From an optimization exercise on the open Yosys and OpenROAD flow, aimed at small area, a short achievable clock period and few clock cycles; shortcuts taken in it are not production practice.
Only simulation tests tie the RTL to the original design; equivalence was not proved.
Power is estimated from default activity; no workload was simulated.

P:
Design stripe_engine, start of the top module:
module stripe_engine (
  input  wire        clk,
  input  wire        rst,
  input  wire        cmd_valid,
  output wire        cmd_ready,
  input  wire [5:0]  cmd_k,
  input  wire [1:0]  cmd_m,
  input  wire [34:0] cmd_lost,
  input  wire [9:0]  cmd_cols,
  input  wire        in_valid,
  output wire        in_ready,
  input  wire [31:0] in_data,
  output wire        out_valid,
  input  wire        out_ready,
  output wire [31:0] out_data,
  output wire [5:0]  out_member,
  output wire        out_last
);
For scale: roughly 3,500 cells after synthesis, roughly 290 flip-flops, roughly 130 I/O pins, roughly 25,000 um^2 of cells after synthesis.
clock: 10.0 ns
lec_check: 0
abc_area: 1
abc_clock_period_in_ps: 2000
cap_margin: 65
core_margin: 2
core_utilization: 75
cts_buf_list: sky130_fd_sc_hd__clkbuf_8 sky130_fd_sc_hd__clkbuf_16
cts_cluster_diameter: 60
cts_cluster_size: 20
setup_slack_margin: 5
slew_margin: 65
standard.sh (not shown) runs the stock make flow with config.mk's settings and CLKGATE_MAP_FILE= SYNTH_SCRIPT=/design/flow/synth_recipe.tcl, a recipe that flattens the netlist after the stock synthesis.
==> flow/flow/run.sh <==
#!/bin/bash
set -euo pipefail
bash standard.sh "BUFFER_PORTS_ARGS=-buffer_cell sky130_fd_sc_hd__buf_2" finish > orfs_make.log 2>&1
P completed; timing, DRC and antenna clean
Testbench counts of P, summed over its fixed seeds: cycles 148,484.
## Diff of input files: Q against P
# P
export LEC_CHECK = 0
export ABC_AREA = 1
export ABC_CLOCK_PERIOD_IN_PS = 2000
export CAP_MARGIN = 65
export CORE_MARGIN = 2
export CORE_UTILIZATION = 75
export CTS_BUF_LIST = sky130_fd_sc_hd__clkbuf_8 sky130_fd_sc_hd__clkbuf_16
export CTS_CLUSTER_DIAMETER = 60
export CTS_CLUSTER_SIZE = 20
export SETUP_SLACK_MARGIN = 5
export SLEW_MARGIN = 65
create_clock -name core_clock -period 10.0 [get_ports {clk}]
# Q
export LEC_CHECK = 0
export ABC_AREA = 1
export ABC_CLOCK_PERIOD_IN_PS = 2000
export CAP_MARGIN = 50
export CORE_MARGIN = 2
export CORE_UTILIZATION = 70
export CTS_BUF_LIST = sky130_fd_sc_hd__clkbuf_8 sky130_fd_sc_hd__clkbuf_16
export CTS_CLUSTER_DIAMETER = 60
export CTS_CLUSTER_SIZE = 20
export SETUP_SLACK_MARGIN = 5
export SLEW_MARGIN = 50
create_clock -name core_clock -period 10.0 [get_ports {clk}]
[summary]
Q ended with every stage complete and zero timing, DRC or antenna violations.
Count of clock buffers in the final design, Q vs P: up by a little under 10%
Diff P -> Q: largest net degree at the start of global routing fell by 17%; die footprint rose about 7%; all-layer global routing usage moved down.
Q vs. P: maximum frequency went down, via total after detailed routing went down, net switching power figure went down.
Relative to P, the share of cells above drive strength 1 of Q is lower by 0.81 points.
Power for Q: 1.6% down relative to P
[inputs] R vs Q
# Q
export LEC_CHECK = 0
export ABC_AREA = 1
export ABC_CLOCK_PERIOD_IN_PS = 2000
export CAP_MARGIN = 50
export CORE_MARGIN = 2
export CORE_UTILIZATION = 70
export CTS_BUF_LIST = sky130_fd_sc_hd__clkbuf_8 sky130_fd_sc_hd__clkbuf_16
export CTS_CLUSTER_DIAMETER = 60
export CTS_CLUSTER_SIZE = 20
export SETUP_SLACK_MARGIN = 5
export SLEW_MARGIN = 50
create_clock -name core_clock -period 10.0 [get_ports {clk}]
# R
export LEC_CHECK = 0
export ABC_AREA = 1
export ABC_CLOCK_PERIOD_IN_PS = 2000
export CAP_MARGIN = 65
export CORE_MARGIN = 2
export CORE_UTILIZATION = 70
export CTS_BUF_LIST = sky130_fd_sc_hd__clkbuf_8 sky130_fd_sc_hd__clkbuf_16
export CTS_CLUSTER_DIAMETER = 50
export CTS_CLUSTER_SIZE = 15
export SETUP_SLACK_MARGIN = 5
export SLEW_MARGIN = 65
create_clock -name core_clock -period 10.0 [get_ports {clk}]
## What came out
- R finished every stage and its layout cleared the timing, DRC and antenna checks.
- Compared with Q, R improves worst setup slack after layout.
- Between Q and R, the difference in sum of routed wire length over all layers is negligible.
- Wire length of the first global-routing pass across Q and R: no real change.
- Q -> R: total of plain and repair buffers excluding clock buffers increased by a little under 10%
- R against Q: overall power of the completed layout went up by 93 uW, finished layout cell area went up by 340 um^2.
- R ends up with higher utilization after layout than Q does.
Input-level comparison between S and R:
# R
export LEC_CHECK = 0
export ABC_AREA = 1
export ABC_CLOCK_PERIOD_IN_PS = 2000
export CAP_MARGIN = 65
export CORE_MARGIN = 2
export CORE_UTILIZATION = 70
export CTS_BUF_LIST = sky130_fd_sc_hd__clkbuf_8 sky130_fd_sc_hd__clkbuf_16
export CTS_CLUSTER_DIAMETER = 50
export CTS_CLUSTER_SIZE = 15
export SETUP_SLACK_MARGIN = 5
export SLEW_MARGIN = 65
create_clock -name core_clock -period 10.0 [get_ports {clk}]
# S
export LEC_CHECK = 0
export ABC_AREA = 1
export ABC_CLOCK_PERIOD_IN_PS = 2000
export CAP_MARGIN = 70
export CORE_MARGIN = 2
export CORE_UTILIZATION = 75
export CTS_BUF_LIST = sky130_fd_sc_hd__clkbuf_8 sky130_fd_sc_hd__clkbuf_16
export CTS_CLUSTER_DIAMETER = 60
export CTS_CLUSTER_SIZE = 20
export SETUP_SLACK_MARGIN = 5
export SLEW_MARGIN = 70
create_clock -name core_clock -period 10.0 [get_ports {clk}]
==> comparison <==
- S ended with more global-route usage than R.
- Summary of S over R: leakage power figure roughly the same; sum of internal, switching and leakage power increased by about 2% relative to the old numbers; wire length of the first global-routing pass picked up an extra 7.0 mm; met3 usage went up; worst setup slack +0.051 ns.
- [diff] post-layout minimum cycle time, S relative to R: improvement
- The lower met2 layer wire length in the routed design of S and R is in R.
- Between R and S, the clock slew at the register clock pins of the worst setup and hold paths does not differ in any meaningful way.
- | total length of routed wires | lower: R |
Input-level comparison between T and S:
# S
export LEC_CHECK = 0
export ABC_AREA = 1
export ABC_CLOCK_PERIOD_IN_PS = 2000
export CAP_MARGIN = 70
export CORE_MARGIN = 2
export CORE_UTILIZATION = 75
export CTS_BUF_LIST = sky130_fd_sc_hd__clkbuf_8 sky130_fd_sc_hd__clkbuf_16
export CTS_CLUSTER_DIAMETER = 60
export CTS_CLUSTER_SIZE = 20
export SETUP_SLACK_MARGIN = 5
export SLEW_MARGIN = 70
create_clock -name core_clock -period 10.0 [get_ports {clk}]
# T
export LEC_CHECK = 0
export ABC_AREA = 1
export ABC_CLOCK_PERIOD_IN_PS = 2000
export CAP_MARGIN = 60
export CORE_MARGIN = 2
export CORE_UTILIZATION = 70
export CTS_BUF_LIST = sky130_fd_sc_hd__clkbuf_8 sky130_fd_sc_hd__clkbuf_16
export CTS_CLUSTER_DIAMETER = 50
export CTS_CLUSTER_SIZE = 15
export SETUP_SLACK_MARGIN = 5
export SLEW_MARGIN = 60
create_clock -name core_clock -period 10.0 [get_ports {clk}]
## What came out
Power consumption, S and T, lower one = T.
Power in combinational cells (S / T): 1.06
Changes observed in T relative to S: number of placement rows +2; switching power went down by 4.9%; cell count held; cell-internal power saw an increase.

========
== oak ==
Starting RTL as in the previous note.
==> flow/config.mk <==
export PLATFORM = sky130hd
export DESIGN_NAME = stripe_engine
export DESIGN_NICKNAME = stripe_engine
export VERILOG_FILES = /design/flow/design.v
export SDC_FILE = /design/flow/constraint.sdc
export NUM_CORES = 8
export LEC_CHECK = 0
export ABC_AREA = 1
export ABC_CLOCK_PERIOD_IN_PS = 2000
export CAP_MARGIN = 65
export CORE_MARGIN = 2
export CORE_UTILIZATION = 70
export CTS_BUF_LIST = sky130_fd_sc_hd__clkbuf_8 sky130_fd_sc_hd__clkbuf_16
export CTS_CLUSTER_DIAMETER = 60
export CTS_CLUSTER_SIZE = 20
export SETUP_SLACK_MARGIN = 5
export SLEW_MARGIN = 65
==> flow/constraint.sdc <==
create_clock -name core_clock -period 10.0 [get_ports {clk}]
set_input_delay 2.0000 -clock core_clock [delete_from_list [all_inputs] [get_ports {clk}]]
set_output_delay 2.0000 -clock core_clock [all_outputs]
set_load 0.01 [all_outputs]
==> flow/flow/run.sh <==
#!/bin/bash
set -euo pipefail
bash standard.sh "BUFFER_PORTS_ARGS=-buffer_cell sky130_fd_sc_hd__buf_4" finish > orfs_make.log 2>&1
oak: PASS, flow complete, no timing, DRC or antenna violations
Testbench counts of oak, summed over its fixed seeds: cycles 148,484.
For pine, these inputs were changed with respect to oak:
==> flow/flow/run.sh <==
#!/bin/bash
set -euo pipefail
bash standard.sh "BUFFER_PORTS_ARGS=-buffer_cell sky130_fd_sc_hd__buf_2" finish > orfs_make.log 2>&1
--- a/flow/config.mk
+++ b/flow/config.mk
@@ -10 +10 @@
-export CAP_MARGIN = 65
+export CAP_MARGIN = 70
@@ -12 +12 @@
-export CORE_UTILIZATION = 70
+export CORE_UTILIZATION = 72
@@ -17 +17 @@
-export SLEW_MARGIN = 65
+export SLEW_MARGIN = 70
Findings:
From pine to oak, number of CTS-inserted buffers did not move at all.
STATUS routed wire length: pine wins against oak
pine: tightest hold margin is 0.013 ns lower than what oak reported.
Going from oak to pine, the final critical-path required period was found to have gone up by 0.086 ns.
Between oak and pine, worst max-slew margin expressed relative to the limit is lower for oak, pine comes in above that.
Number of placed cells counting well taps: pine vs oak — no meaningful difference
| count of clock-buffer cells in the layout | pine vs oak | about 7% higher |
Taking oak as the reference, in pine multi-input gate area in the final layout rose by 150 sq um; power in combinational cells rose by about 2%.
Changes in birch relative to pine:
--- a/flow/config.mk
+++ b/flow/config.mk
@@ -10 +10 @@
-export CAP_MARGIN = 70
+export CAP_MARGIN = 35
@@ -12 +12 @@
-export CORE_UTILIZATION = 72
+export CORE_UTILIZATION = 70
@@ -17 +17 @@
-export SLEW_MARGIN = 70
+export SLEW_MARGIN = 35
Findings:
On birch: final cell count is 22 lower than what pine gave. Compared to pine, birch was floorplanned on a bigger die. birch vs pine: number of well taps up in birch. Number of instances in the placed design of birch falls short of that of pine slightly. The count of sequential standard cells of birch and that of pine are within noise of each other.
The following lists how maple was set up differently from birch:
--- a/flow/config.mk
+++ b/flow/config.mk
@@ -10 +10 @@
-export CAP_MARGIN = 35
+export CAP_MARGIN = 65
@@ -12 +12 @@
-export CORE_UTILIZATION = 70
+export CORE_UTILIZATION = 75
@@ -14,2 +14,2 @@
-export CTS_CLUSTER_DIAMETER = 60
-export CTS_CLUSTER_SIZE = 20
+export CTS_CLUSTER_DIAMETER = 50
+export CTS_CLUSTER_SIZE = 15
@@ -17 +17 @@
-export SLEW_MARGIN = 35
+export SLEW_MARGIN = 65
## What came out
From birch to maple the numbers moved as follows: utilization of the core after routing now sits higher, final design area excluding fillers went up. For the total power, maple came in 0.21 mW higher than birch did. Static power due to leakage: maple higher than birch. In terms of clock network fraction of design power, birch and maple differ only marginally.
Changes in cedar relative to maple:
--- a/flow/config.mk
+++ b/flow/config.mk
@@ -10 +10 @@
-export CAP_MARGIN = 65
+export CAP_MARGIN = 50
@@ -12 +12 @@
-export CORE_UTILIZATION = 75
+export CORE_UTILIZATION = 60
@@ -14,2 +14,2 @@
-export CTS_CLUSTER_DIAMETER = 50
-export CTS_CLUSTER_SIZE = 15
+export CTS_CLUSTER_DIAMETER = 60
+export CTS_CLUSTER_SIZE = 20
@@ -17 +17 @@
-export SLEW_MARGIN = 65
+export SLEW_MARGIN = 50
- Die area: higher on cedar
- NOTE: core utilization in cedar falls short of that of maple
- In cedar, global-route usage is lower than in maple.
- Across both runs, number of buffers and inverters on the critical path was lower for cedar than for maple.

port drivers added, routing unchanged:
The results above use ideal ports. As a check the final layouts listed here were re-extracted and re-timed, cells and wires unchanged. Step 1: set_driving_cell puts a clkbuf_16 on clk and a buf_2 on each other input, an assumption about the parent block. Step 2 also shifts input and output timing later by t, the mid clock arrival at the registers, as if the neighbouring blocks saw the same clock. Three values: no drivers, after step 1, after step 2; two values: the first two.
run | t (ns) | setup slack, ns | worst setup path after step 2 | latest minus earliest clock arrival (ns)
P | 0.633 | 6.044 / 6.079 / 5.447 | input to register | 0.033 / 0.033
Q | 0.655 | 5.938 / 5.972 / 5.318 | input to register | 0.045 / 0.045
R | 0.665 | 6.073 / 6.107 / 5.441 | input to register | 0.029 / 0.029
S | 0.649 | 6.124 / 6.157 / 5.507 | input to register | 0.067 / 0.067
T | 0.659 | 5.967 / 6.002 / 5.343 | input to register | 0.025 / 0.024
oak | 0.639 | 6.111 / 6.111 / 5.533 | input to register | 0.022 / 0.021
pine | 0.635 | 6.025 / 6.025 / 5.787 | input to register | 0.038 / 0.039
birch | 0.653 | 5.534 / 5.571 / 4.919 | input to register | 0.036 / 0.037
maple | 0.661 | 5.996 / 5.996 / 5.483 | input to register | 0.032 / 0.032
cedar | 0.653 | 5.755 / 5.755 / 5.123 | input to register | 0.037 / 0.037
After both steps every run listed still meets setup and hold.
